This design comes from an exercise in tuning for small area and a short achievable clock period on the open sky130 flow, not from production work.
In this exercise RTL edits were held to simulation tests only and were not proved equivalent to the original.
No run shown here takes its clock network from TritonCTS; it comes from the design's own scripts or RTL.
The clock input has no modelled driver; a real chip could not lean on it and would need a root buffer or a full tree.

## flow/design.v (module list and top-level ports; edited modules follow where they fit)
// module chk_unit: 3095 lines
// module chk_a21o: 3 lines
// module chk_a222oi: 3 lines
// module chk_inv: 3 lines
// module chk_nand2: 3 lines
// module chk_nand3: 3 lines
// module chk_nor2: 3 lines
// module chk_oai21: 3 lines
// module chk_oai22: 3 lines
// module chk_xnor2: 3 lines
// module chk_xor2: 3 lines
module chk_unit (
    input  wire        clk,
    input  wire        rst,
    input  wire        in_valid,
    input  wire        in_first,
    input  wire        in_last,
    input  wire [2:0]  in_code,
    input  wire [63:0] in_data,
    input  wire [3:0]  in_nbytes,
    input  wire [2:0]  in_tail,
    output wire        out_valid,
    output wire [31:0] out_value
);
  // ...
==> flow/flow/run.sh <==
#!/bin/bash
# Standard synthesis and placement (port buffers of buf_1 cells), then
# flow/cts.tcl: a two-level clock tree, buf_2 output port buffers and
# dfxtp_2 for the flip-flops behind them; then the standard routing and finish.
set -euo pipefail
export BUFFER_PORTS_ARGS="-buffer_cell sky130_fd_sc_hd__buf_1"
bash standard.sh synth > synth.log 2>&1
bash standard.sh place > place.log 2>&1
RES=$PWD/orfs/results/sky130hd/chk_unit/base
RES=$RES CTS_CELL=sky130_fd_sc_hd__clkbuf_8 CTS_NBUF=4 CTS_SUB=2 CTS_SUB_CELL=sky130_fd_sc_hd__clkbuf_16 OUT_BUF_CELL=sky130_fd_sc_hd__buf_2 OUT_FF_CELL=sky130_fd_sc_hd__dfxtp_2 FANOUT_FF_CELL=sky130_fd_sc_hd__dfxtp_4 FANOUT_FF_MIN=12 IN_BUF_CELL=sky130_fd_sc_hd__buf_2 IN_BUF_MIN=3 openroad -no_init -exit flow/cts.tcl > cts.log 2>&1
cp $RES/4_1_cts.odb $RES/4_cts.odb
bash standard.sh > layout.log 2>&1
==> flow/flow/cts.tcl <==
# Clock tree: the clock port drives a few clkbuf_16, each driving one cluster
# of flip-flops (k-means on their placed positions); then legalize.
set res $::env(RES)
set plat $::env(FLOW_HOME)/platforms/sky130hd
read_lef $plat/lef/sky130_fd_sc_hd.tlef
read_lef $plat/lef/sky130_fd_sc_hd_merged.lef
read_liberty $plat/lib/sky130_fd_sc_hd__tt_025C_1v80.lib
read_db $res/3_place.odb
read_sdc $res/3_place.sdc
source $plat/setRC.tcl
set nclu $::env(CTS_NBUF)
set block [ord::get_db_block]
set db [ord::get_db]
set clk [$block findNet clk]
set sinks {}
foreach it [$clk getITerms] { lappend sinks $it }
set n [llength $sinks]
puts "clock sinks: $n, clusters: $nclu"
# balanced k-means on points (xs, ys): returns list of cluster ids
proc kmeans {xs ys nclu} {
  set n [llength $xs]
  set order [lsort -real -indices $xs]
  set cx {}; set cy {}
  for {set k 0} {$k < $nclu} {incr k} {
    set i [lindex $order [expr {int(($k+0.5)*$n/$nclu)}]]
    lappend cx [lindex $xs $i]; lappend cy [lindex $ys $i]
  }
  set cap [expr {int(ceil(double($n)/$nclu))+2}]
  set asg [lrepeat $n 0]
  for {set iter 0} {$iter < 50} {incr iter} {
    set pairs {}
    for {set i 0} {$i < $n} {incr i} {
      for {set k 0} {$k < $nclu} {incr k} {
        set d [expr {abs([lindex $xs $i]-[lindex $cx $k]) + abs([lindex $ys $i]-[lindex $cy $k])}]
        lappend pairs [list $d $i $k]
      }
    }
    set pairs [lsort -real -index 0 $pairs]
    set asg [lrepeat $n -1]; set cnt [lrepeat $nclu 0]
    foreach p $pairs {
      lassign $p d i k
      if {[lindex $asg $i] >= 0} continue
      if {[lindex $cnt $k] >= $cap} continue
      lset asg $i $k; lset cnt $k [expr {[lindex $cnt $k]+1}]
    }
    set sx [lrepeat $nclu 0.0]; set sy [lrepeat $nclu 0.0]
    for {set i 0} {$i < $n} {incr i} {
      set k [lindex $asg $i]
      lset sx $k [expr {[lindex $sx $k]+[lindex $xs $i]}]
      lset sy $k [expr {[lindex $sy $k]+[lindex $ys $i]}]
    }
    for {set k 0} {$k < $nclu} {incr k} {
      if {[lindex $cnt $k] > 0} {
        lset cx $k [expr {[lindex $sx $k]/[lindex $cnt $k]}]
        lset cy $k [expr {[lindex $sy $k]/[lindex $cnt $k]}]
      }
    }
  }
  return [list $asg $cx $cy]
}
set xs {}; set ys {}
foreach it $sinks {
  set b [[$it getInst] getBBox]
  lappend xs [expr {([$b xMin]+[$b xMax])/2.0}]
  lappend ys [expr {([$b yMin]+[$b yMax])/2.0}]
}
lassign [kmeans $xs $ys $nclu] asg cx cy
set master [$db findMaster $::env(CTS_CELL)]
set w [$master getWidth]; set h [$master getHeight]
set nsub [expr {[info exists ::env(CTS_SUB)] ? $::env(CTS_SUB) : 1}]
proc mkbuf {name x y in {mname ""}} {
  global block master w h db
  set m $master
  if {$mname ne ""} { set m [$db findMaster $mname] }
  set w [$m getWidth]; set h [$m getHeight]
  set inst [odb::dbInst_create $block $m $name]
  $inst setLocation [expr {int($x - $w/2)}] [expr {int($y - $h/2)}]
  $inst setPlacementStatus PLACED
  set net [odb::dbNet_create $block "${name}_net"]
  $net setSigType CLOCK
  [$inst findITerm A] connect $in
  [$inst findITerm X] connect $net
  return $net
}
for {set k 0} {$k < $nclu} {incr k} {
  set idx {}
  for {set i 0} {$i < $n} {incr i} { if {[lindex $asg $i] == $k} { lappend idx $i } }
  if {$nsub <= 1} {
    set net [mkbuf "cts_buf_$k" [lindex $cx $k] [lindex $cy $k] $clk]
    foreach i $idx { set it [lindex $sinks $i]; $it disconnect; $it connect $net }
  } else {
    set sx {}; set sy {}
    foreach i $idx { lappend sx [lindex $xs $i]; lappend sy [lindex $ys $i] }
    lassign [kmeans $sx $sy $nsub] sasg scx scy
    # first-level buffer at the middle of its sub-cluster buffers
    set mx 0.0; set my 0.0
    for {set m 0} {$m < $nsub} {incr m} { set mx [expr {$mx+[lindex $scx $m]/$nsub}]; set my [expr {$my+[lindex $scy $m]/$nsub}] }
    set top [mkbuf "cts_buf_$k" $mx $my $clk]
    for {set m 0} {$m < $nsub} {incr m} {
      set net [mkbuf "cts_buf_${k}_$m" [lindex $scx $m] [lindex $scy $m] $top $::env(CTS_SUB_CELL)]
      for {set j 0} {$j < [llength $idx]} {incr j} {
        if {[lindex $sasg $j] == $m} { set it [lindex $sinks [lindex $idx $j]]; $it disconnect; $it connect $net }
      }
    }
  }
}
# optional: other cells for the output port buffers and for the flip-flops
# that drive them
foreach port [get_ports out_*] {
  set net [$block findNet [get_full_name $port]]
  foreach it [$net getITerms] {
    if {![$it isOutputSignal]} continue
    set buf [$it getInst]
    if {[info exists ::env(OUT_BUF_CELL)] && $::env(OUT_BUF_CELL) ne ""} {
      replace_cell [$buf getName] $::env(OUT_BUF_CELL)
    }
    set in [[$buf findITerm A] getNet]
    foreach it2 [$in getITerms] {
      if {![$it2 isOutputSignal]} continue
      set drv [$it2 getInst]
      if {[info exists ::env(OUT_FF_CELL)] && $::env(OUT_FF_CELL) ne ""
          && [string match "sky130_fd_sc_hd__dfxtp_*" [[$drv getMaster] getName]]} {
        replace_cell [$drv getName] $::env(OUT_FF_CELL)
      }
    }
  }
}
# optional: stronger flip-flops where one drives many loads, and stronger
# input port buffers where one drives several loads
if {[info exists ::env(FANOUT_FF_CELL)] && $::env(FANOUT_FF_CELL) ne ""} {
  foreach inst [$block getInsts] {
    if {![string match "sky130_fd_sc_hd__dfxtp_*" [[$inst getMaster] getName]]} continue
    set q [$inst findITerm Q]
    set net [$q getNet]
    if {$net eq "NULL"} continue
    if {[llength [$net getITerms]] - 1 >= $::env(FANOUT_FF_MIN)} { replace_cell [$inst getName] $::env(FANOUT_FF_CELL) }
  }
}
if {[info exists ::env(IN_BUF_CELL)] && $::env(IN_BUF_CELL) ne ""} {
  foreach port [get_ports in_*] {
    set net [$block findNet [get_full_name $port]]
    foreach it [$net getITerms] {
      set buf [$it getInst]
      set out [[$buf findITerm X] getNet]
      if {[llength [$out getITerms]] - 1 >= $::env(IN_BUF_MIN)} { replace_cell [$buf getName] $::env(IN_BUF_CELL) }
    }
  }
}
detailed_placement
check_placement -verbose
set_propagated_clock [all_clocks]
estimate_parasitics -placement
report_clock_skew
set mx 0
foreach p [all_registers -clock_pins] { set v [get_property $p slew_max]; if {$v > $mx} { set mx $v } }
puts "max clock pin slew (placement estimate): $mx"
report_check_types -max_slew -violators
report_checks -path_delay max -digits 3
write_db $res/4_1_cts.odb
write_sdc $res/4_cts.sdc
==> flow/standard.sh <==
#!/bin/bash
# synth_recipe.tcl (not shown) runs the flow's synth.tcl, then flattens the netlist and writes it again
# the make line also repeats each setting of config.mk as NAME=value (left out here)
make -C /OpenROAD-flow-scripts/flow DESIGN_CONFIG=/design/flow/config.mk WORK_HOME=/design/flow/orfs CLKGATE_MAP_FILE= SYNTH_SCRIPT=/design/flow/synth_recipe.tcl "${@:-finish}"
==> flow/config.mk <==
export PLATFORM = sky130hd
export DESIGN_NAME = chk_unit
export DESIGN_NICKNAME = chk_unit
export VERILOG_FILES = /design/flow/design.v
export SDC_FILE = /design/flow/constraint.sdc
export NUM_CORES = 8
export LEC_CHECK = 0
export CAP_MARGIN = 20
export CORE_MARGIN = 4
export CORE_UTILIZATION = 55
export GPL_TIMING_DRIVEN = 0
export SLEW_MARGIN = 20
export SYNTH_HIERARCHICAL = 1
==> flow/constraint.sdc <==
create_clock -name core_clock -period 40.0 [get_ports {clk}]
set_input_delay 8.0000 -clock core_clock [delete_from_list [all_inputs] [get_ports {clk}]]
set_output_delay 8.0000 -clock core_clock [all_outputs]
set_load 0.01 [all_outputs]
==> impl_metrics.toml, run 1 <==
[routing]
drc = 0
firstDrtPassIters = 15
wl_met1_um = 24770
drtIter0Drc = 3415

[final_layout]
fin_cells = 2183
final_cell_mix = "xor2_1, o22ai_1, nand2_1"
regArea_um2 = 2806

[timing]
drv_slew = 0
hold_viol_final = 0
fmax_mhz = 113.7

[global_route]
globalRouteOverflowTotal = 0
gr-usage-met2_pct = 62.91

[floorplan]
core.rowCount = 58
die_y_um = 168.3
core_region_area_um2 = 25250
taps = 330

[outcome]
run_status = "no timing/DRC/antenna violations"

[yosys]
synth.area.top_cells = "xor2_1, dfxtp_1, o22ai_1"
synthSimpleGateAreaFrac_pct = 5.563
synthDistinctLibCells = 29

[setup_path]
slowest_stage = "dfxtp_2"
critPathBufInv = 1
required_ns = 32.00
worst_r2r_startpoint = "refln_q$_DFFE_PN_"
==> run 2: changes to the inputs <==
--- a/flow/design.v
+++ b/flow/design.v
@@ -20,6 +20,4 @@
     reg        refl_q, refln_q;  
-    reg [2:0]  pn_r;            
-    reg [3:1]  g1n_r;           
-    reg [3:0]  g2n;
-    reg [7:1]  hn_r;            
+    reg [3:0]  g2_r;            
+    reg [2:0]  t_r;             
     reg [4:0]  pg_r;            
@@ -27,9 +25,16 @@
     wire       refl_in = (in_code == 3'd2) | (in_code == 3'd3) | (in_code == 3'd5);
-    wire [2:0] nb3 = in_nbytes[2:0];
-    wire [2:0] negb = {nb3[2] ^ (nb3[1] | nb3[0]), nb3[1] ^ nb3[0], nb3[0]};
-    wire [2:0] negt = {in_tail[2] ^ (in_tail[1] | in_tail[0]), in_tail[1] ^ in_tail[0], in_tail[0]};
+    reg  [2:0] negb, negt;
+    always @(*) begin
+        case (in_nbytes[2:0])
+            3'd0: negb = 3'd0; 3'd1: negb = 3'd7; 3'd2: negb = 3'd6; 3'd3: negb = 3'd5;
+            3'd4: negb = 3'd4; 3'd5: negb = 3'd3; 3'd6: negb = 3'd2; default: negb = 3'd1;
+        endcase
+        case (in_tail)
+            3'd0: negt = 3'd0; 3'd1: negt = 3'd7; 3'd2: negt = 3'd6; 3'd3: negt = 3'd5;
+            3'd4: negt = 3'd4; 3'd5: negt = 3'd3; 3'd6: negt = 3'd2; default: negt = 3'd1;
+        endcase
+    end
     wire [5:0] p_in = {6{in_last}} & {negb, negt};
     wire       lastv_in = in_valid & in_last & ~rst;
-    wire [3:0] g1_in, g2_in;
-    wire [7:0] hn_in;
+    wire [3:0] g2_in;
     genvar gb;
@@ -38,14 +43,2 @@
     end endgenerate
-    assign g1_in[0] = 1'b0;
-    assign g1_in[1] = g2_in[0];
-    assign g1_in[2] = g2_in[0] | g2_in[1];
-    assign g1_in[3] = g2_in[0] | g2_in[1] | g2_in[2];
-    assign hn_in[0] = 1'b1;
-    assign hn_in[1] = (in_tail != 3'd1);
-    assign hn_in[2] = (in_tail != 3'd1) & (in_tail != 3'd2);
-    assign hn_in[3] = in_tail[2] | (in_tail == 3'd0);
-    assign hn_in[4] = (in_tail[2] & (in_tail != 3'd4)) | (in_tail == 3'd0);
-    assign hn_in[5] = (in_tail[2] & in_tail[1]) | (in_tail == 3'd0);
-    assign hn_in[6] = (in_tail == 3'd7) | (in_tail == 3'd0);
-    assign hn_in[7] = (in_tail == 3'd0);
     wire [4:0] pg_in;
@@ -63,6 +56,4 @@
         p_r  <= p_in;
-        g1n_r <= ~g1_in[3:1];
-        g2n   <= ~g2_in;
-        hn_r  <= hn_in[7:1];
-        pn_r <= ~p_in[2:0];
+        g2_r <= g2_in;
+        t_r  <= in_tail;
         pg_r <= pg_in;
@@ -74,3 +65,3 @@
     end
-    wire [5:0] pn = {~p_r[5:3], pn_r};
+    wire [5:0] pn = ~p_r;
     reg  [31:0] s_q;
@@ -80,4 +71,8 @@
     wire last = last_r;
-    wire [3:0] g1n = {g1n_r, 1'b1};    
-    wire [7:0] hn  = {hn_r, 1'b1};     
+    wire [3:0] g2n = ~g2_r;
+    wire [3:0] g1n = {~(g2_r[0] | g2_r[1] | g2_r[2]), ~(g2_r[0] | g2_r[1]), ~g2_r[0], 1'b1};
+    wire [7:0] hn;
+    generate for (gb = 0; gb < 8; gb = gb + 1) begin : g_hn
+        assign hn[gb] = (t_r == 3'd0) | (t_r > gb);
+    end endgenerate
     wire [3:0] g1  = ~g1n;
@@ -1779,5 +1774,5 @@
     wire n840;
-    chk_xor2 u_n840 (.a(n649), .b(n643), .y(n840));
+    chk_xor2 u_n840 (.a(n695), .b(n704), .y(n840));
     wire n841;
-    chk_xor2 u_n841 (.a(n704), .b(n695), .y(n841));
+    chk_xor2 u_n841 (.a(n649), .b(n643), .y(n841));
     wire n842;
@@ -1817,9 +1812,9 @@
     wire n859;
-    chk_xor2 u_n859 (.a(n722), .b(n712), .y(n859));
+    chk_xor2 u_n859 (.a(n722), .b(n612), .y(n859));
     wire n860;
-    chk_xor2 u_n860 (.a(n612), .b(n658), .y(n860));
+    chk_xor2 u_n860 (.a(n712), .b(n778), .y(n860));
     wire n861;
-    chk_xor2 u_n861 (.a(n778), .b(n859), .y(n861));
+    chk_xor2 u_n861 (.a(n658), .b(n859), .y(n861));
     wire n862;
-    chk_xor2 u_n862 (.a(n732), .b(n752), .y(n862));
+    chk_xor2 u_n862 (.a(n752), .b(n732), .y(n862));
     wire n863;
@@ -1831,5 +1826,5 @@
     wire n866;
-    chk_xor2 u_n866 (.a(n516), .b(n639), .y(n866));
+    chk_xor2 u_n866 (.a(n516), .b(n793), .y(n866));
     wire n867;
-    chk_xor2 u_n867 (.a(n793), .b(n865), .y(n867));
+    chk_xor2 u_n867 (.a(n639), .b(n865), .y(n867));
     wire n868;
@@ -1849,5 +1844,5 @@
     wire n875;
-    chk_xor2 u_n875 (.a(n709), .b(n675), .y(n875));
+    chk_xor2 u_n875 (.a(n709), .b(n811), .y(n875));
     wire n876;
-    chk_xor2 u_n876 (.a(n811), .b(n667), .y(n876));
+    chk_xor2 u_n876 (.a(n667), .b(n675), .y(n876));
     wire n877;
@@ -1863,7 +1858,7 @@
     wire n882;
-    chk_xor2 u_n882 (.a(n701), .b(n823), .y(n882));
+    chk_xor2 u_n882 (.a(n701), .b(n837), .y(n882));
     wire n883;
-    chk_xor2 u_n883 (.a(n781), .b(n650), .y(n883));
+    chk_xor2 u_n883 (.a(n650), .b(n781), .y(n883));
     wire n884;
-    chk_xor2 u_n884 (.a(n837), .b(n800), .y(n884));
+    chk_xor2 u_n884 (.a(n823), .b(n800), .y(n884));
     wire n885;
@@ -1879,5 +1874,5 @@
     wire n890;
-    chk_xor2 u_n890 (.a(n564), .b(n624), .y(n890));
+    chk_xor2 u_n890 (.a(n564), .b(n608), .y(n890));
     wire n891;
-    chk_xor2 u_n891 (.a(n625), .b(n608), .y(n891));
+    chk_xor2 u_n891 (.a(n624), .b(n625), .y(n891));
     wire n892;
@@ -1895,11 +1890,11 @@
     wire n898;
-    chk_xor2 u_n898 (.a(n666), .b(n627), .y(n898));
+    chk_xor2 u_n898 (.a(n721), .b(n627), .y(n898));
     wire n899;
-    chk_xor2 u_n899 (.a(n617), .b(n721), .y(n899));
+    chk_xor2 u_n899 (.a(n617), .b(n666), .y(n899));
     wire n900;
-    chk_xor2 u_n900 (.a(n633), .b(n832), .y(n900));
+    chk_xor2 u_n900 (.a(n832), .b(n772), .y(n900));
     wire n901;
-    chk_xor2 u_n901 (.a(n698), .b(n772), .y(n901));
+    chk_xor2 u_n901 (.a(n727), .b(n698), .y(n901));
     wire n902;
-    chk_xor2 u_n902 (.a(n727), .b(n659), .y(n902));
+    chk_xor2 u_n902 (.a(n633), .b(n659), .y(n902));
     wire n903;
@@ -1919,3 +1914,3 @@
     wire n910;
-    chk_xor2 u_n910 (.a(n789), .b(n687), .y(n910));
+    chk_xor2 u_n910 (.a(n687), .b(n789), .y(n910));
     wire n911;
@@ -1923,5 +1918,5 @@
     wire n912;
-    chk_xor2 u_n912 (.a(n909), .b(n708), .y(n912));
+    chk_xor2 u_n912 (.a(n909), .b(n726), .y(n912));
     wire n913;
-    chk_xor2 u_n913 (.a(n726), .b(n910), .y(n913));
+    chk_xor2 u_n913 (.a(n708), .b(n910), .y(n913));
     wire n914;
@@ -1935,7 +1930,7 @@
     wire n918;
-    chk_xor2 u_n918 (.a(n917), .b(n698), .y(n918));
+    chk_xor2 u_n918 (.a(n917), .b(n777), .y(n918));
     wire n919;
-    chk_xor2 u_n919 (.a(n777), .b(n780), .y(n919));
+    chk_xor2 u_n919 (.a(n698), .b(n794), .y(n919));
     wire n920;
-    chk_xor2 u_n920 (.a(n794), .b(n804), .y(n920));
+    chk_xor2 u_n920 (.a(n804), .b(n780), .y(n920));
     wire n921;
@@ -1951,5 +1946,5 @@
     wire n926;
-    chk_xor2 u_n926 (.a(n796), .b(n649), .y(n926));
+    chk_xor2 u_n926 (.a(n679), .b(n796), .y(n926));
     wire n927;
-    chk_xor2 u_n927 (.a(n679), .b(n924), .y(n927));
+    chk_xor2 u_n927 (.a(n649), .b(n924), .y(n927));
     wire n928;
@@ -1973,3 +1968,3 @@
     wire n937;
-    chk_xor2 u_n937 (.a(n769), .b(n743), .y(n937));
+    chk_xor2 u_n937 (.a(n743), .b(n769), .y(n937));
     wire n938;
@@ -1979,7 +1974,7 @@
     wire n940;
-    chk_xor2 u_n940 (.a(n747), .b(n807), .y(n940));
+    chk_xor2 u_n940 (.a(n696), .b(n747), .y(n940));
     wire n941;
-    chk_xor2 u_n941 (.a(n795), .b(n800), .y(n941));
+    chk_xor2 u_n941 (.a(n821), .b(n800), .y(n941));
     wire n942;
-    chk_xor2 u_n942 (.a(n821), .b(n696), .y(n942));
+    chk_xor2 u_n942 (.a(n807), .b(n795), .y(n942));
     wire n943;
@@ -2019,5 +2014,5 @@
     wire n960;
-    chk_xor2 u_n960 (.a(n264), .b(n646), .y(n960));
+    chk_xor2 u_n960 (.a(n264), .b(n613), .y(n960));
     wire n961;
-    chk_xor2 u_n961 (.a(n613), .b(n748), .y(n961));
+    chk_xor2 u_n961 (.a(n646), .b(n748), .y(n961));
     wire n962;
@@ -2033,5 +2028,5 @@
     wire n967;
-    chk_xor2 u_n967 (.a(n646), .b(n608), .y(n967));
+    chk_xor2 u_n967 (.a(n608), .b(n681), .y(n967));
     wire n968;
-    chk_xor2 u_n968 (.a(n681), .b(n966), .y(n968));
+    chk_xor2 u_n968 (.a(n646), .b(n966), .y(n968));
     wire n969;
@@ -2039,5 +2034,5 @@
     wire n970;
-    chk_xor2 u_n970 (.a(n968), .b(n809), .y(n970));
+    chk_xor2 u_n970 (.a(n968), .b(n703), .y(n970));
     wire n971;
-    chk_xor2 u_n971 (.a(n703), .b(n969), .y(n971));
+    chk_xor2 u_n971 (.a(n809), .b(n969), .y(n971));
     wire n972;
@@ -2047,5 +2042,5 @@
     wire n974;
-    chk_xor2 u_n974 (.a(n617), .b(n808), .y(n974));
+    chk_xor2 u_n974 (.a(n617), .b(n748), .y(n974));
     wire n975;
-    chk_xor2 u_n975 (.a(n748), .b(n717), .y(n975));
+    chk_xor2 u_n975 (.a(n808), .b(n717), .y(n975));
     wire n976;
@@ -2075,5 +2070,5 @@
     wire n988;
-    chk_xor2 u_n988 (.a(n270), .b(n789), .y(n988));
+    chk_xor2 u_n988 (.a(n270), .b(n835), .y(n988));
     wire n989;
-    chk_xor2 u_n989 (.a(n835), .b(n653), .y(n989));
+    chk_xor2 u_n989 (.a(n789), .b(n653), .y(n989));
     wire n990;
@@ -2089,7 +2084,7 @@
     wire n995;
-    chk_xor2 u_n995 (.a(n659), .b(n667), .y(n995));
+    chk_xor2 u_n995 (.a(n648), .b(n667), .y(n995));
     wire n996;
-    chk_xor2 u_n996 (.a(n648), .b(n994), .y(n996));
+    chk_xor2 u_n996 (.a(n659), .b(n994), .y(n996));
     wire n997;
-    chk_xor2 u_n997 (.a(n763), .b(n732), .y(n997));
+    chk_xor2 u_n997 (.a(n732), .b(n763), .y(n997));
     wire n998;
@@ -2099,5 +2094,5 @@
     wire n1000;
-    chk_xor2 u_n1000 (.a(n432), .b(n728), .y(n1000));
+    chk_xor2 u_n1000 (.a(n432), .b(n713), .y(n1000));
     wire n1001;
-    chk_xor2 u_n1001 (.a(n713), .b(n1000), .y(n1001));
+    chk_xor2 u_n1001 (.a(n728), .b(n1000), .y(n1001));
     wire n1002;
@@ -2113,5 +2108,5 @@
     wire n1007;
-    chk_xor2 u_n1007 (.a(n510), .b(n619), .y(n1007));
+    chk_xor2 u_n1007 (.a(n510), .b(n612), .y(n1007));
     wire n1008;
-    chk_xor2 u_n1008 (.a(n612), .b(n1005), .y(n1008));
+    chk_xor2 u_n1008 (.a(n619), .b(n1005), .y(n1008));
     wire n1009;
@@ -2121,5 +2116,5 @@
     wire n1011;
-    chk_xor2 u_n1011 (.a(n1008), .b(n784), .y(n1011));
+    chk_xor2 u_n1011 (.a(n1008), .b(n813), .y(n1011));
     wire n1012;
-    chk_xor2 u_n1012 (.a(n813), .b(n1009), .y(n1012));
+    chk_xor2 u_n1012 (.a(n784), .b(n1009), .y(n1012));
     wire n1013;
@@ -2133,11 +2128,11 @@
     wire n1017;
-    chk_xor2 u_n1017 (.a(n754), .b(n605), .y(n1017));
+    chk_xor2 u_n1017 (.a(n605), .b(n754), .y(n1017));
     wire n1018;
-    chk_xor2 u_n1018 (.a(n1015), .b(n649), .y(n1018));
+    chk_xor2 u_n1018 (.a(n1015), .b(n662), .y(n1018));
     wire n1019;
-    chk_xor2 u_n1019 (.a(n662), .b(n1016), .y(n1019));
+    chk_xor2 u_n1019 (.a(n649), .b(n1016), .y(n1019));
     wire n1020;
-    chk_xor2 u_n1020 (.a(n1017), .b(n779), .y(n1020));
+    chk_xor2 u_n1020 (.a(n1017), .b(n822), .y(n1020));
     wire n1021;
-    chk_xor2 u_n1021 (.a(n822), .b(n1018), .y(n1021));
+    chk_xor2 u_n1021 (.a(n779), .b(n1018), .y(n1021));
     wire n1022;
@@ -2149,7 +2144,7 @@
     wire n1025;
-    chk_xor2 u_n1025 (.a(n516), .b(n782), .y(n1025));
+    chk_xor2 u_n1025 (.a(n516), .b(n715), .y(n1025));
     wire n1026;
-    chk_xor2 u_n1026 (.a(n605), .b(n715), .y(n1026));
+    chk_xor2 u_n1026 (.a(n619), .b(n673), .y(n1026));
     wire n1027;
-    chk_xor2 u_n1027 (.a(n619), .b(n673), .y(n1027));
+    chk_xor2 u_n1027 (.a(n782), .b(n605), .y(n1027));
     wire n1028;
@@ -2169,5 +2164,5 @@
     wire n1035;
-    chk_xor2 u_n1035 (.a(n675), .b(n649), .y(n1035));
+    chk_xor2 u_n1035 (.a(n668), .b(n649), .y(n1035));
     wire n1036;
-    chk_xor2 u_n1036 (.a(n668), .b(n790), .y(n1036));
+    chk_xor2 u_n1036 (.a(n790), .b(n675), .y(n1036));
     wire n1037;
@@ -2181,3 +2176,3 @@
     wire n1041;
-    chk_xor2 u_n1041 (.a(n713), .b(n664), .y(n1041));
+    chk_xor2 u_n1041 (.a(n664), .b(n713), .y(n1041));
     wire n1042;
@@ -2189,5 +2184,5 @@
     wire n1045;
-    chk_xor2 u_n1045 (.a(n763), .b(n708), .y(n1045));
+    chk_xor2 u_n1045 (.a(n689), .b(n708), .y(n1045));
     wire n1046;
-    chk_xor2 u_n1046 (.a(n689), .b(n1043), .y(n1046));
+    chk_xor2 u_n1046 (.a(n763), .b(n1043), .y(n1046));
     wire n1047;
@@ -2201,3 +2196,3 @@
     wire n1051;
-    chk_xor2 u_n1051 (.a(n682), .b(n641), .y(n1051));
+    chk_xor2 u_n1051 (.a(n641), .b(n682), .y(n1051));
     wire n1052;
@@ -2205,5 +2200,5 @@
     wire n1053;
-    chk_xor2 u_n1053 (.a(n1051), .b(n741), .y(n1053));
+    chk_xor2 u_n1053 (.a(n1051), .b(n743), .y(n1053));
     wire n1054;
-    chk_xor2 u_n1054 (.a(n743), .b(n1052), .y(n1054));
+    chk_xor2 u_n1054 (.a(n741), .b(n1052), .y(n1054));
     wire n1055;
@@ -2215,7 +2210,7 @@
     wire n1058;
-    chk_xor2 u_n1058 (.a(n1056), .b(n812), .y(n1058));
+    chk_xor2 u_n1058 (.a(n1056), .b(n668), .y(n1058));
     wire n1059;
-    chk_xor2 u_n1059 (.a(n668), .b(n811), .y(n1059));
+    chk_xor2 u_n1059 (.a(n819), .b(n812), .y(n1059));
     wire n1060;
-    chk_xor2 u_n1060 (.a(n819), .b(n1057), .y(n1060));
+    chk_xor2 u_n1060 (.a(n811), .b(n1057), .y(n1060));
     wire n1061;
@@ -2231,5 +2226,5 @@
     wire n1066;
-    chk_xor2 u_n1066 (.a(n661), .b(n754), .y(n1066));
+    chk_xor2 u_n1066 (.a(n834), .b(n661), .y(n1066));
     wire n1067;
-    chk_xor2 u_n1067 (.a(n834), .b(n603), .y(n1067));
+    chk_xor2 u_n1067 (.a(n603), .b(n754), .y(n1067));
     wire n1068;
@@ -2261,9 +2256,9 @@
     wire n1081;
-    chk_xor2 u_n1081 (.a(n630), .b(n831), .y(n1081));
+    chk_xor2 u_n1081 (.a(n793), .b(n630), .y(n1081));
     wire n1082;
-    chk_xor2 u_n1082 (.a(n619), .b(n693), .y(n1082));
+    chk_xor2 u_n1082 (.a(n831), .b(n693), .y(n1082));
     wire n1083;
-    chk_xor2 u_n1083 (.a(n793), .b(n709), .y(n1083));
+    chk_xor2 u_n1083 (.a(n619), .b(n668), .y(n1083));
     wire n1084;
-    chk_xor2 u_n1084 (.a(n668), .b(n1081), .y(n1084));
+    chk_xor2 u_n1084 (.a(n709), .b(n1081), .y(n1084));
     wire n1085;
@@ -2277,9 +2272,9 @@
     wire n1089;
-    chk_xor2 u_n1089 (.a(n516), .b(n628), .y(n1089));
+    chk_xor2 u_n1089 (.a(n516), .b(n611), .y(n1089));
     wire n1090;
-    chk_xor2 u_n1090 (.a(n611), .b(n681), .y(n1090));
+    chk_xor2 u_n1090 (.a(n681), .b(n657), .y(n1090));
     wire n1091;
-    chk_xor2 u_n1091 (.a(n657), .b(n815), .y(n1091));
+    chk_xor2 u_n1091 (.a(n628), .b(n678), .y(n1091));
     wire n1092;
-    chk_xor2 u_n1092 (.a(n678), .b(n1089), .y(n1092));
+    chk_xor2 u_n1092 (.a(n815), .b(n1089), .y(n1092));
     wire n1093;
@@ -2299,3 +2294,3 @@
     wire n1100;
-    chk_xor2 u_n1100 (.a(n604), .b(n645), .y(n1100));
+    chk_xor2 u_n1100 (.a(n645), .b(n604), .y(n1100));
     wire n1101;
@@ -2317,5 +2312,5 @@
     wire n1109;
-    chk_xor2 u_n1109 (.a(n812), .b(n781), .y(n1109));
+    chk_xor2 u_n1109 (.a(n802), .b(n812), .y(n1109));
     wire n1110;
-    chk_xor2 u_n1110 (.a(n802), .b(n1108), .y(n1110));
+    chk_xor2 u_n1110 (.a(n781), .b(n1108), .y(n1110));
     wire n1111;
@@ -2343,3 +2338,3 @@
     wire n1122;
-    chk_xor2 u_n1122 (.a(n808), .b(n777), .y(n1122));
+    chk_xor2 u_n1122 (.a(n777), .b(n808), .y(n1122));
     wire n1123;
@@ -2347,3 +2342,3 @@
     wire n1124;
-    chk_xor2 u_n1124 (.a(n753), .b(n792), .y(n1124));
+    chk_xor2 u_n1124 (.a(n792), .b(n753), .y(n1124));
     wire n1125;
@@ -2353,7 +2348,7 @@
     wire n1127;
-    chk_xor2 u_n1127 (.a(n782), .b(n722), .y(n1127));
+    chk_xor2 u_n1127 (.a(n722), .b(n782), .y(n1127));
     wire n1128;
-    chk_xor2 u_n1128 (.a(n1126), .b(n637), .y(n1128));
+    chk_xor2 u_n1128 (.a(n1126), .b(n837), .y(n1128));
     wire n1129;
-    chk_xor2 u_n1129 (.a(n837), .b(n1127), .y(n1129));
+    chk_xor2 u_n1129 (.a(n637), .b(n1127), .y(n1129));
     wire n1130;
@@ -2369,5 +2364,5 @@
     wire n1135;
-    chk_xor2 u_n1135 (.a(n815), .b(n633), .y(n1135));
+    chk_xor2 u_n1135 (.a(n649), .b(n815), .y(n1135));
     wire n1136;
-    chk_xor2 u_n1136 (.a(n649), .b(n1134), .y(n1136));
+    chk_xor2 u_n1136 (.a(n633), .b(n1134), .y(n1136));
     wire n1137;
@@ -2381,5 +2376,5 @@
     wire n1141;
-    chk_xor2 u_n1141 (.a(n1140), .b(n791), .y(n1141));
+    chk_xor2 u_n1141 (.a(n1140), .b(n827), .y(n1141));
     wire n1142;
-    chk_xor2 u_n1142 (.a(n827), .b(n801), .y(n1142));
+    chk_xor2 u_n1142 (.a(n791), .b(n801), .y(n1142));
     wire n1143;
@@ -2393,5 +2388,5 @@
     wire n1147;
-    chk_xor2 u_n1147 (.a(n739), .b(n707), .y(n1147));
+    chk_xor2 u_n1147 (.a(n707), .b(n813), .y(n1147));
     wire n1148;
-    chk_xor2 u_n1148 (.a(n813), .b(n1146), .y(n1148));
+    chk_xor2 u_n1148 (.a(n739), .b(n1146), .y(n1148));
     wire n1149;
@@ -2401,9 +2396,9 @@
     wire n1151;
-    chk_xor2 u_n1151 (.a(n360), .b(n829), .y(n1151));
+    chk_xor2 u_n1151 (.a(n360), .b(n634), .y(n1151));
     wire n1152;
-    chk_xor2 u_n1152 (.a(n634), .b(n621), .y(n1152));
+    chk_xor2 u_n1152 (.a(n829), .b(n621), .y(n1152));
     wire n1153;
-    chk_xor2 u_n1153 (.a(n823), .b(n710), .y(n1153));
+    chk_xor2 u_n1153 (.a(n662), .b(n710), .y(n1153));
     wire n1154;
-    chk_xor2 u_n1154 (.a(n654), .b(n662), .y(n1154));
+    chk_xor2 u_n1154 (.a(n823), .b(n654), .y(n1154));
     wire n1155;
@@ -2433,7 +2428,7 @@
     wire n1167;
-    chk_xor2 u_n1167 (.a(n632), .b(n609), .y(n1167));
+    chk_xor2 u_n1167 (.a(n609), .b(n613), .y(n1167));
     wire n1168;
-    chk_xor2 u_n1168 (.a(n613), .b(n1166), .y(n1168));
+    chk_xor2 u_n1168 (.a(n632), .b(n1166), .y(n1168));
     wire n1169;
-    chk_xor2 u_n1169 (.a(n649), .b(n802), .y(n1169));
+    chk_xor2 u_n1169 (.a(n802), .b(n649), .y(n1169));
     wire n1170;
@@ -2451,5 +2446,5 @@
     wire n1176;
-    chk_xor2 u_n1176 (.a(n1174), .b(n753), .y(n1176));
+    chk_xor2 u_n1176 (.a(n1174), .b(n764), .y(n1176));
     wire n1177;
-    chk_xor2 u_n1177 (.a(n764), .b(n817), .y(n1177));
+    chk_xor2 u_n1177 (.a(n753), .b(n817), .y(n1177));
     wire n1178;
@@ -2459,5 +2454,5 @@
     wire n1180;
-    chk_xor2 u_n1180 (.a(n831), .b(n642), .y(n1180));
+    chk_xor2 u_n1180 (.a(n831), .b(n610), .y(n1180));
     wire n1181;
-    chk_xor2 u_n1181 (.a(n699), .b(n610), .y(n1181));
+    chk_xor2 u_n1181 (.a(n699), .b(n642), .y(n1181));
     wire n1182;
@@ -2473,5 +2468,5 @@
     wire n1187;
-    chk_xor2 u_n1187 (.a(n504), .b(n684), .y(n1187));
+    chk_xor2 u_n1187 (.a(n504), .b(n615), .y(n1187));
     wire n1188;
-    chk_xor2 u_n1188 (.a(n615), .b(n673), .y(n1188));
+    chk_xor2 u_n1188 (.a(n684), .b(n673), .y(n1188));
     wire n1189;
@@ -2481,3 +2476,3 @@
     wire n1191;
-    chk_xor2 u_n1191 (.a(n755), .b(n769), .y(n1191));
+    chk_xor2 u_n1191 (.a(n769), .b(n755), .y(n1191));
     wire n1192;
@@ -2491,7 +2486,7 @@
     wire n1196;
-    chk_xor2 u_n1196 (.a(n1194), .b(n796), .y(n1196));
+    chk_xor2 u_n1196 (.a(n1194), .b(n705), .y(n1196));
     wire n1197;
-    chk_xor2 u_n1197 (.a(n654), .b(n705), .y(n1197));
+    chk_xor2 u_n1197 (.a(n796), .b(n778), .y(n1197));
     wire n1198;
-    chk_xor2 u_n1198 (.a(n778), .b(n1195), .y(n1198));
+    chk_xor2 u_n1198 (.a(n654), .b(n1195), .y(n1198));
     wire n1199;
@@ -2505,7 +2500,7 @@
     wire n1203;
-    chk_xor2 u_n1203 (.a(n564), .b(n698), .y(n1203));
+    chk_xor2 u_n1203 (.a(n564), .b(n655), .y(n1203));
     wire n1204;
-    chk_xor2 u_n1204 (.a(n655), .b(n830), .y(n1204));
+    chk_xor2 u_n1204 (.a(n698), .b(n774), .y(n1204));
     wire n1205;
-    chk_xor2 u_n1205 (.a(n809), .b(n774), .y(n1205));
+    chk_xor2 u_n1205 (.a(n830), .b(n809), .y(n1205));
     wire n1206;
@@ -2517,5 +2512,5 @@
     wire n1209;
-    chk_xor2 u_n1209 (.a(n396), .b(n684), .y(n1209));
+    chk_xor2 u_n1209 (.a(n396), .b(n623), .y(n1209));
     wire n1210;
-    chk_xor2 u_n1210 (.a(n623), .b(n750), .y(n1210));
+    chk_xor2 u_n1210 (.a(n684), .b(n750), .y(n1210));
     wire n1211;
@@ -2525,3 +2520,3 @@
     wire n1213;
-    chk_xor2 u_n1213 (.a(n785), .b(n766), .y(n1213));
+    chk_xor2 u_n1213 (.a(n766), .b(n785), .y(n1213));
     wire n1214;
@@ -2533,9 +2528,9 @@
     wire n1217;
-    chk_xor2 u_n1217 (.a(n618), .b(n728), .y(n1217));
+    chk_xor2 u_n1217 (.a(n618), .b(n735), .y(n1217));
     wire n1218;
-    chk_xor2 u_n1218 (.a(n735), .b(n1216), .y(n1218));
+    chk_xor2 u_n1218 (.a(n728), .b(n1216), .y(n1218));
     wire n1219;
-    chk_xor2 u_n1219 (.a(n824), .b(n787), .y(n1219));
+    chk_xor2 u_n1219 (.a(n626), .b(n824), .y(n1219));
     wire n1220;
-    chk_xor2 u_n1220 (.a(n719), .b(n626), .y(n1220));
+    chk_xor2 u_n1220 (.a(n719), .b(n787), .y(n1220));
     wire n1221;
@@ -2561,9 +2556,9 @@
     wire n1231;
-    chk_xor2 u_n1231 (.a(n462), .b(n713), .y(n1231));
+    chk_xor2 u_n1231 (.a(n462), .b(n715), .y(n1231));
     wire n1232;
-    chk_xor2 u_n1232 (.a(n715), .b(n660), .y(n1232));
+    chk_xor2 u_n1232 (.a(n608), .b(n660), .y(n1232));
     wire n1233;
-    chk_xor2 u_n1233 (.a(n745), .b(n608), .y(n1233));
+    chk_xor2 u_n1233 (.a(n745), .b(n713), .y(n1233));
     wire n1234;
-    chk_xor2 u_n1234 (.a(n658), .b(n626), .y(n1234));
+    chk_xor2 u_n1234 (.a(n626), .b(n658), .y(n1234));
     wire n1235;
@@ -2571,5 +2566,5 @@
     wire n1236;
-    chk_xor2 u_n1236 (.a(n1233), .b(n780), .y(n1236));
+    chk_xor2 u_n1236 (.a(n1233), .b(n737), .y(n1236));
     wire n1237;
-    chk_xor2 u_n1237 (.a(n737), .b(n1234), .y(n1237));
+    chk_xor2 u_n1237 (.a(n780), .b(n1234), .y(n1237));
     wire n1238;
@@ -2591,3 +2586,3 @@
     wire n1246;
-    chk_xor2 u_n1246 (.a(n788), .b(n684), .y(n1246));
+    chk_xor2 u_n1246 (.a(n612), .b(n684), .y(n1246));
     wire n1247;
@@ -2595,5 +2590,5 @@
     wire n1248;
-    chk_xor2 u_n1248 (.a(n612), .b(n682), .y(n1248));
+    chk_xor2 u_n1248 (.a(n788), .b(n819), .y(n1248));
     wire n1249;
-    chk_xor2 u_n1249 (.a(n819), .b(n1246), .y(n1249));
+    chk_xor2 u_n1249 (.a(n682), .b(n1246), .y(n1249));
     wire n1250;
@@ -2613,5 +2608,5 @@
     wire n1257;
-    chk_xor2 u_n1257 (.a(n1255), .b(n716), .y(n1257));
+    chk_xor2 u_n1257 (.a(n1255), .b(n820), .y(n1257));
     wire n1258;
-    chk_xor2 u_n1258 (.a(n820), .b(n1256), .y(n1258));
+    chk_xor2 u_n1258 (.a(n716), .b(n1256), .y(n1258));
     wire n1259;
@@ -2633,3 +2628,3 @@
     wire n1267;
-    chk_xor2 u_n1267 (.a(n725), .b(n820), .y(n1267));
+    chk_xor2 u_n1267 (.a(n820), .b(n725), .y(n1267));
     wire n1268;
@@ -2637,3 +2632,3 @@
     wire n1269;
-    chk_xor2 u_n1269 (.a(n773), .b(n746), .y(n1269));
+    chk_xor2 u_n1269 (.a(n746), .b(n773), .y(n1269));
     wire n1270;
@@ -2645,3 +2640,3 @@
     wire n1273;
-    chk_xor2 u_n1273 (.a(n683), .b(n662), .y(n1273));
+    chk_xor2 u_n1273 (.a(n662), .b(n683), .y(n1273));
     wire n1274;
@@ -2659,5 +2654,5 @@
     wire n1280;
-    chk_xor2 u_n1280 (.a(n558), .b(n639), .y(n1280));
+    chk_xor2 u_n1280 (.a(n558), .b(n745), .y(n1280));
     wire n1281;
-    chk_xor2 u_n1281 (.a(n697), .b(n745), .y(n1281));
+    chk_xor2 u_n1281 (.a(n639), .b(n697), .y(n1281));
     wire n1282;
@@ -2675,11 +2670,11 @@
     wire n1288;
-    chk_xor2 u_n1288 (.a(n711), .b(n631), .y(n1288));
+    chk_xor2 u_n1288 (.a(n758), .b(n631), .y(n1288));
     wire n1289;
-    chk_xor2 u_n1289 (.a(n758), .b(n835), .y(n1289));
+    chk_xor2 u_n1289 (.a(n711), .b(n827), .y(n1289));
     wire n1290;
-    chk_xor2 u_n1290 (.a(n827), .b(n1288), .y(n1290));
+    chk_xor2 u_n1290 (.a(n835), .b(n1288), .y(n1290));
     wire n1291;
-    chk_xor2 u_n1291 (.a(n656), .b(n806), .y(n1291));
+    chk_xor2 u_n1291 (.a(n774), .b(n656), .y(n1291));
     wire n1292;
-    chk_xor2 u_n1292 (.a(n774), .b(n1289), .y(n1292));
+    chk_xor2 u_n1292 (.a(n806), .b(n1289), .y(n1292));
     wire n1293;
--- a/flow/config.mk
+++ b/flow/config.mk
@@ -9,3 +9,3 @@
 export CORE_MARGIN = 4
-export CORE_UTILIZATION = 55
+export CORE_UTILIZATION = 60
 export GPL_TIMING_DRIVEN = 0
==> run 2 against run 1 <==
Core utilization increased by 5.6 points; die area is 9.5% lower; critical path type unchanged; routed wire length fell by 6.2%; worst setup slack better by 0.021 ns.
==> impl_metrics.toml, run 2 <==
[outcome]
run_status = "no timing/DRC/antenna violations"

[floorplan]
core.rowCount = 55
die_x_um = 160.1
die-area_um2 = 25630
die_y_um = 160.1
ios = 112
start_util_pct = 61.11
core_region_area_um2 = 22710

[min_path]
hold_depth = 1
hp-class = "flip-flop to flip-flop"
min_from = "last_r$_DFF_P_"
whs_endpoint = "ov_q$_DFF_P_"

[routing]
vias_per_cell = 7.091
drtIter0Drc = 3175
antenna_left = 0
drc = 0
firstDrtPassIters = 13
wl_per_cell_um = 28.53
drt_wl_total_um = 60870
vias = 15130

[timing]
tns_ns = 0
drv_slew = 0
fmax_mhz = 114.0
period_needed_ns = 8.774
skew_ns = 0.01298
hold_viol_final = 0
rsz0062_at_grt = "no"
slew_headroom_pct = 17.17
tightest_slew_ns = 1.242
setup_viol = 0
finalCritPeriodShare_pct = 21.93

[yosys]
synth_edf_count = 5
synth_fa_ha_area_share_pct = 0
synth.yosys.seq_area_share_pct = 18.25
synth-compound-area-share_pct = 25.81
yosysTopAreaCellShare_pct = 42.91
yosysTopAreaCell = "xor2_1"
synth_xor_area_share_pct = 48.03
async_flop_share_pct = 0
synthSimpleGateAreaFrac_pct = 6.040
ys.flop_type = "dfxtp_1"
synthMuxAreaShare_pct = 0
synth.area.top_cells = "xor2_1, o22ai_1, dfxtp_1"
synthCells = 1702
netlist_area_um2 = 13880
synth_most_common_cell = "xor2_1"
yosys_register_bits = 124
synthDistinctLibCells = 31
synthTopCellsByCount = "xor2_1, o22ai_1, dfxtp_1"
avgSynthCellArea_um2 = 8.154
synth_top_family_by_area = "XOR/XNOR gates"
synth-warning-count = 7

[setup_path]
critPathKind = "flip-flop to output pin"
r2r_slack_ns = 31.23
worst_r2r_startpoint = "g2_r[0]$_DFF_P_"
start_kind = "flip-flop"
crit_path_max_incr_delay_ns = 0.35
required_ns = 32.00
path_cells = "buf_2"
worstPathMaxFanout = 2
arrival_ns = 0.77
cp_top_family = "flip-flops"
critPathCaptureType = "output pin"
critPathBufInv = 1
ff2ff_path_depth = 27
slowest_stage = "dfxtp_2"
r2r_end = "s_q[1]$_DFF_P_"

[placed_design]
hpwl_um = 48370
gp_congestion = 1.196
io_buffers = 110

[final_layout]
area_growth_pct = 11.77
post-route-util_pct = 68.31
drive_above_1_share_pct = 8.496
nFillCells = 1911
largest_register_ffs = 64
largest_registers = "d_r: 64 flops, s_q: 32 flops, p_r: 6 flops"
final_cell_mix = "xor2_1, o22ai_1, nand2_1"
regArea_um2 = 2611
multi_input_area_um2 = 11250
mostFrequentLayoutCell = "xor2_1"
top_register = "d_r"
fin_nets = 1929

[global_route]
globalRouteOverflowTotal = 0
grt_pass1_vias = 13920
grt_first_pass_wirelength_um = 87240
track_usage_pct = 44.56
grt_max_degree = 65
antenna_found_initial = 1

[clocking]
path_clk_slew_ns = 0.07
insertion_delay_ns = 0.29

[job]
maxCapViolCount = 0
[run 2: cell count changes after synthesis, moves of 4 or more]
cell and delta:
nor2_1 +5, and2_1 -5, and2_2 +4, dfxtp_1 -9, ha_1 -11, nor3_1 +4
[run 2: cell type report]
cell class	count	area share, %
multi-input combinational	1516	72.52
sequential	124	16.83
timing repair buffer	128	5.033
tap	285	2.299
buffer	13	1.678
inverter	67	1.621
antenna	1	0.01613
[run 2: routing by layer]
metal	wire, um	share of wire, %	vias to the layer above	GRT usage (%)
li1	-	-	6537	-
met1	22480	37	6920	58.12
met2	24470	40	1378	65.41
met3	10340	17	297	17.88
met4	3580	5.9	0	18.38
met5	0	0	-	0
[run 2: how the worst max path moves through the flow]
stage,from,end,slack [ns],cells past startpoint
global placement,p_r[0]$_DFF_P_,s_q[1]$_DFF_P_,30.08,20
global route,g2_r[0]$_DFF_P_,s_q[1]$_DFF_P_,31.16,27
detailed placement,in_last,g2_r[1]$_DFF_P_,31.00,5
finish,s_q[16]$_DFF_P_,out_value[16],31.23,1
floorplan,in_tail[1],p_r[2]$_DFF_P_,31.36,2
[run 2: metrics by stage]
step / cell area [um^2] / instances / worst slack [ns] / hold slack [ns]
after global routing: 15510 / 2133 / 31.16 / 0.5596
after detailed placement: 15090 / 2120 / 31.00 / 0.5370
after floorplan: 13900 / 1708 / 31.36 / 0.4659
final: 15510 / 2134 / 31.23 / 0.5437
after global placement: 14670 / 2103 / 30.08 / 0.5361
[run 2: kinds of logic (layout without fill, tap and decap cells)]
| kind of cell | after synthesis | after routing |
|---|---|---|
| xor gates and xnor gates | 761 | 761 |
| buffers and inverters | 68 | 208 |
| and+or+nand+nor | 196 | 196 |
| DFF | 124 | 124 |
| AOI/OAI and AO/OA | 552 | 552 |
| other | 1 | 8 |
[run 2: per-module statistics from Yosys, one instance, submodules excluded, a selection]
| module | cells inside | flip-flops and latches | area (um^2) | times used |
|---|---|---|---|---|
| chk_a21o | 1 | 0 | 7.507 | 32 |
| chk_a222oi | 1 | 0 | 10.01 | 48 |
| chk_inv | 1 | 0 | 3.754 | 32 |
| chk_nand2 | 1 | 0 | 3.754 | 81 |
| chk_nand3 | 1 | 0 | 5.005 | 13 |
| chk_oai21 | 1 | 0 | 5.005 | 70 |
| chk_oai22 | 1 | 0 | 6.256 | 393 |
| chk_unit | 224 | 124 | 3034 | 1 |
| chk_xor2 | 1 | 0 | 8.758 | 676 |
==> run 3: changes to the inputs <==
==> flow/flow/run.sh (replaced) <==
#!/bin/bash
# Standard synthesis and placement (port buffers of buf_1 cells), then
# flow/cts.tcl: a one-level clock tree, buf_2 output port buffers and
# dfxtp_2 for the flip-flops behind them; then the standard routing and finish.
set -euo pipefail
export BUFFER_PORTS_ARGS="-buffer_cell sky130_fd_sc_hd__buf_1"
bash standard.sh synth > synth.log 2>&1
bash standard.sh place > place.log 2>&1
RES=$PWD/orfs/results/sky130hd/chk_unit/base
RES=$RES CTS_CELL=sky130_fd_sc_hd__clkbuf_16 CTS_NBUF=4 CTS_SUB=1 OUT_BUF_CELL=sky130_fd_sc_hd__buf_2 OUT_FF_CELL=sky130_fd_sc_hd__dfxtp_2 FANOUT_FF_CELL=sky130_fd_sc_hd__dfxtp_4 FANOUT_FF_MIN=12 IN_BUF_CELL=sky130_fd_sc_hd__buf_2 IN_BUF_MIN=3 openroad -no_init -exit flow/cts.tcl > cts.log 2>&1
cp $RES/4_1_cts.odb $RES/4_cts.odb
bash standard.sh > layout.log 2>&1
==> run 3 against run 2 <==
Core utilization fell by 0.66 points; synthesized cell count unchanged; register-to-register slack lost 0.05 ns; critical path type is now flip-flop to flip-flop; worst hold slack improved by 0.0012 ns; sequential share of layout area is 0.16 points higher; via count is 1.0% lower; design area fell by 0.96%; global-route usage decreased by 0.45 points.
==> impl_metrics.toml, run 3 <==
[setup_path]
required_ns = 40.05
critPathCaptureType = "flip-flop"
worstPathMaxFanout = 15
critPathKind = "flip-flop to flip-flop"
arrival_ns = 8.88
start_kind = "flip-flop"

[timing]
rsz0062_at_grt = "no"
setup_ws_ns = 31.17
setup_viol = 0
period_needed_ns = 8.828
fmax_mhz = 113.3
finalCritPeriodShare_pct = 22.07
skew_ns = 0.009746
tns_ns = 0
slew_headroom_pct = 16.89
tightest_slew_ns = 1.242
drv_slew = 0
hold_viol_final = 0

[global_route]
track_usage_pct = 44.11
antenna_found_initial = 1
grt_pass1_vias = 13680
grt_max_degree = 65
grt_first_pass_wirelength_um = 86230
globalRouteOverflowTotal = 0

[placed_design]
hpwl_um = 48370
place_ws_ns = 31.00
gp_congestion = 1.196
dpl-instance-area_um2 = 15090
io_buffers = 110

[clocking]
path_clk_slew_ns = 0.12
insertion_delay_ns = 0.17

[routing]
antenna_left = 0
drc = 0
vias_per_cell = 7.042
wl_per_cell_um = 28.35
vias = 14980
firstDrtPassIters = 9
drtIter0Drc = 3233
drt_wl_total_um = 60310

[final_layout]
mostFrequentLayoutCell = "xor2_1"
largest_register_ffs = 64
final_cell_mix = "xor2_1, o22ai_1, nand2_1"
area_growth_pct = 10.70
top_register = "d_r"
nFillCells = 1949
drive_above_1_share_pct = 8.152
fin_nets = 1921
largest_registers = "d_r: 64 flops, s_q: 32 flops, p_r: 6 flops"
design_area_um2 = 15360

[yosys]
netlist_area_um2 = 13880
synth.area.top_cells = "xor2_1, o22ai_1, dfxtp_1"
synthDistinctLibCells = 31
synth_most_common_cell = "xor2_1"
avgSynthCellArea_um2 = 8.154
synthCells = 1702
synth_edf_count = 5
yosys_register_bits = 124
yosysTopAreaCell = "xor2_1"
ys.flop_type = "dfxtp_1"
yosysTopAreaCellShare_pct = 42.91
synth-warning-count = 7
synth.yosys.seq_area_share_pct = 18.25
synthTopCellsByCount = "xor2_1, o22ai_1, dfxtp_1"
async_flop_share_pct = 0

[floorplan]
ios = 112
die_y_um = 160.1
die-area_um2 = 25630
core.rowCount = 55
core_region_area_um2 = 22710
die_x_um = 160.1
start_util_pct = 61.11

[min_path]
hp-class = "flip-flop to flip-flop"

[outcome]
run_status = "no timing/DRC/antenna violations"

[job]
maxCapViolCount = 0
run 3: cell counts after synthesis:
Identical to the previous run, type by type.
run 3: critical path, stage by stage (launching register included):
cell and delay, ns:
dfxtp_1 0.36, inv_1 0.37, nand2_1 0.17, inv_1 0.21, nand2_1 0.14, inv_1 0.18
o21ai_1 0.15, nor2_1 0.17, xnor2_1 0.23, o22ai_1 0.17, o22ai_1 0.24, o22ai_1 0.13
o22ai_1 0.22, o22ai_1 0.21, o22ai_1 0.79, xor2_1 0.77, xor2_1 0.78, xor2_1 0.59
xor2_1 0.22, xor2_1 0.22, xnor2_1 0.51, xnor2_1 0.21, a222oi_1 0.31, nand2_1 0.11
xnor2_1 0.63, inv_1 0.14, a222oi_1 0.35, nand3_1 0.12
run 3: logic make-up after synthesis:
family / share of synthesized area (%)
xor+xnor: 48.03
compound gates: 25.81
simple gates: 6.041
flops: 18.25
buf+inv: 1.848
other cells: 0.02702
run 3: final timing paths:
check | from | to | slack [ns] | depth (start not counted)
min reg2reg | last_r$_DFF_P_ | ov_q$_DFF_P_ | 0.54 | 1
max | g2_r[0]$_DFF_P_ | s_q[1]$_DFF_P_ | 31.17 | 27
min | last_r$_DFF_P_ | ov_q$_DFF_P_ | 0.54 | 1
max reg2reg | g2_r[0]$_DFF_P_ | s_q[1]$_DFF_P_ | 31.17 | 27
run 3: area by class of cell:
type	count	area [um^2]	area share (%)
Multi-Input combinational cell	1516	11250	73.25
Sequential cell	124	2611	17.00
Timing Repair Buffer	128	780.7	5.082
Tap cell	285	356.6	2.321
Inverter	67	251.5	1.637
Buffer	5	105.1	0.6841
Antenna cell	2	5.005	0.03258
run 3: per-module statistics from Yosys (local to each module, per instance):
module | copies in the design | area (um^2) | flops+latches
chk_a21o | 32 | 7.507 | 0
chk_a222oi | 48 | 10.01 | 0
chk_inv | 32 | 3.754 | 0
chk_nand2 | 81 | 3.754 | 0
chk_nand3 | 13 | 5.005 | 0
chk_nor2 | 52 | 3.754 | 0
chk_oai21 | 70 | 5.005 | 0
chk_oai22 | 393 | 6.256 | 0
chk_unit | 1 | 3034 | 124
chk_xnor2 | 81 | 8.758 | 0
chk_xor2 | 676 | 8.758 | 0
run 3: metrics by stage:
step                hold slack, ns  std cells  utilization, %
detailed placement          0.5370       2120           66.44
floorplan                   0.4659       1708               -
global route                0.5666       2125           67.63
global placement            0.5361       2103           64.60
finish                      0.5449       2127           67.65
run 3: layer usage:
metal	GRT usage [%]	part of all wire, %	vias to the layer above
met1	58.83	37	6848
met2	64.97	40	1327
met4	17.13	6.0	2
met3	16.00	17	300
met5	0	0.13	-
li1	-	-	6501

==> what the ideal ports hide <==
Ports are ideal in the flow. The routed layouts listed here were re-timed in OpenROAD.
Step 1, drivers: a clkbuf_16 drives clk and a buf_2 each remaining input, both assumed.
Step 2, shift: input delay + t, output delay - t, t = (earliest + latest rising clock arrival at the registers) / 2. This alone moves slack from input paths to output paths.
Slacks: ideal / step 1 / step 2; pairs: ideal / step 1.
run	t, ns	setup slack, ns	worst register clock-pin slew, ns
run 1	0.364	31.205 / 31.126 / 30.922	0.08 / 0.08
run 2	0.370	31.226 / 31.136 / 31.060	0.07 / 0.07
run 3	0.273	31.172 / 31.172 / 31.127	0.12 / 0.12
After both steps every run listed still meets setup and hold. For run 1, which loses most, drivers alone change the setup slack by -0.079 ns; drivers and shift together by -0.283 ns.
